Background: an optimization exercise with open tools, aiming at small area, a short achievable clock period and few clock cycles per item. Do not read the settings as production practice. Function was checked by simulation only, so behaviour that the tests miss may differ from the original.

Design grn_convert, start of the top module:
module grn_convert (
    input  wire         clk,
    input  wire         rst_n,
    input  wire         in_valid,
    output wire         in_ready,
    input  wire [59:0]  in_e0,        
    input  wire [59:0]  in_e1,        
    input  wire [11:0]  in_f,         
    input  wire [143:0] in_m,         
    input  wire [47:0]  in_tf,        
    input  wire [47:0]  in_d,         
    input  wire         in_thermen,
    input  wire         in_derateen,
    output wire         out_valid,
    output wire [71:0]  out_l,        
    output wire [2:0]   out_clip      
);
    reg       ready_r;
    reg [4:0] v;
    assign in_ready  = ready_r;
    assign out_valid = v[4];
    always @(posedge clk) begin
        if (!rst_n) begin
            ready_r <= 1'b0;
            v       <= 5'd0;
        end else begin
            ready_r <= 1'b1;
            v       <= {v[3:0], in_valid & ready_r};
        end
    end
    reg [59:0]  e0_0, e1_0;
    reg [11:0]  f_0;
    reg [143:0] m_0;
  ...
Size: ~450 I/O pins, roughly 180000 um2 of cells after synthesis.
clock: 33.0 ns
lec_check: 0
abc_clock_period_in_ps: 7000
cap_margin: 20
core_margin: 2
core_utilization: 45
slew_margin: 20
synth_hierarchical: 1
synth_minimum_keep_size: 0
run.sh (not shown) runs the stock make flow with config.mk's settings and CLKGATE_MAP_FILE= SYNTH_SCRIPT=/design/flow/synth_recipe.tcl, a recipe that flattens the netlist after the stock synthesis.
Testbench counts at the start, summed over its fixed seeds: cycles 3,240, items 9,600.
Edit:
==> flow/flow/run.sh (new file) <==
#!/bin/bash
# Layout of grn_convert: the standard flow (standard.sh) with two changes.
# 1. One netlist edit between synthesis and floorplan. Synthesis maps each
#    Booth selector alone (SYNTH_HIERARCHICAL 1), and ABC's upsize step then
#    sizes its OR-AND-INVERT (or AND-OR-INVERT) gate to o22ai_2 (a22oi_2)
#    because it sits on that tiny module's only path. Each one drives a
#    single adder input, so it goes back to o22ai_1 (a22oi_1): same function
#    and pins. Registers are untouched.
#    The registers that drive the output ports (l_4, c_4, v[4], ready_r)
#    keep their cell type but get the stronger dfxtp_4, since the paths to
#    the outputs are the slowest.
# 2. Every port still gets its own buffer, but a plain buf_2 instead of the
#    delay cell buffer_ports picks by default.
# Logs: synth.log, resize.log, layout.log in this folder (ORFS's own logs
# are under orfs/logs).
set -euo pipefail
bash standard.sh synth > synth.log 2>&1
R=orfs/results/${FLOW_PLATFORM}/grn_convert/base
n=$(grep -c 'sky130_fd_sc_hd__o22ai_2 ' "$R/1_2_yosys.v" || true)
m=$(grep -c 'sky130_fd_sc_hd__a22oi_2 ' "$R/1_2_yosys.v" || true)
sed -i -e 's/sky130_fd_sc_hd__o22ai_2 /sky130_fd_sc_hd__o22ai_1 /' \
       -e 's/sky130_fd_sc_hd__a22oi_2 /sky130_fd_sc_hd__a22oi_1 /' "$R/1_2_yosys.v"
sed -i -E 's/sky130_fd_sc_hd__dfxtp_1 (\\l_4\[|\\c_4\[|\\v\[4\]|\\ready_r\$)/sky130_fd_sc_hd__dfxtp_4 \1/' "$R/1_2_yosys.v"
k=$(grep -c 'sky130_fd_sc_hd__dfxtp_4 ' "$R/1_2_yosys.v" || true)
echo "o22ai_2 resized to o22ai_1: $n, a22oi_2 resized to a22oi_1: $m, output registers resized to dfxtp_4: $k" > resize.log
export BUFFER_PORTS_ARGS="-buffer_cell sky130_fd_sc_hd__buf_2"
bash standard.sh > layout.log 2>&1
==> flow/standard.sh (new file) <==
#!/bin/bash
# synth_recipe.tcl (not shown) runs the flow's synth.tcl, then flattens the netlist and writes it again
# the make line also repeats each setting of config.mk as NAME=value (left out here)
make -C /OpenROAD-flow-scripts/flow DESIGN_CONFIG=/design/flow/config.mk WORK_HOME=/design/flow/orfs CLKGATE_MAP_FILE= SYNTH_SCRIPT=/design/flow/synth_recipe.tcl "${@:-finish}"
- CTS_CLUSTER_DIAMETER: not set -> 60
- CTS_CLUSTER_SIZE: not set -> 24
removed: flow/run.sh
Routed wire length goes down by 7.6%.
Clock-buffer cell count goes down by 51.
Worst setup slack improves by 0.45 ns.
Worst hold slack got worse by 0.0043 ns.
Global-route usage rose by 0.23 points.
Edit:
- CORE_UTILIZATION: 45 -> 55
- PLACE_DENSITY: not set -> 0.65
Result: The changed run finished with timing, DRC and antenna clean. Via count went up by 0.52%. Critical path depth stays the same. Count of clock-buffer cells in the layout went down by 22. Worst hold slack improves by 0.0087 ns. First-iteration DRC count is higher by 7.4%. Setup slack gets worse by 0.052 ns. Wire length is lower by 2.3%. Die area drops by 18%.
Edit:
- CORE_UTILIZATION: 55 -> 45
- CTS_CLUSTER_DIAMETER: 60 -> not set
- CTS_CLUSTER_SIZE: 24 -> not set
- PLACE_DENSITY: 0.65 -> not set
Result: First-iteration DRC count drops by about 3%; sequential share of layout area drops by 0.12 points; synthesized area does not change; register-to-register slack got worse by 0.07 ns; final area climbs by 0.95%; global-route usage drops by 6.3 points; synthesized cell count does not change; utilization drops by 10 points; routed wire length climbs by about 2.7%.

## what the ideal ports hide
In the flow no input, the clock included, has a driving cell. The finished layouts below were timed again as built, in two steps.
Step 1: set_driving_cell puts a clkbuf_16 on clk and a buf_2 on each other input, an assumption about the parent block.
Step 2 times the ports against the registers' clock, not the clock port: input delays grow and output delays shrink by t, the midpoint of the rising clock arrivals with the driver on.
a / b / c = ideal / step 1 / step 2; a / b = the first two.
run | shift t [ns] | setup WS [ns] | worst setup path at the end | worst slew at a driven data input, ns | pins driven straight from the clock port
the first run | 1.034 | 24.588 / 24.461 / 25.023 | register to register | 0.17 | 1
the second run | 0.999 | 25.043 / 24.923 / 25.183 | register to register | 0.21 | 1
the third run | 1.020 | 24.991 / 24.874 / 25.257 | register to register | 0.08 | 1
the fourth run | 0.994 | 25.020 / 24.915 / 25.189 | register to register | 0.23 | 1
After both steps every run listed still meets setup and hold.
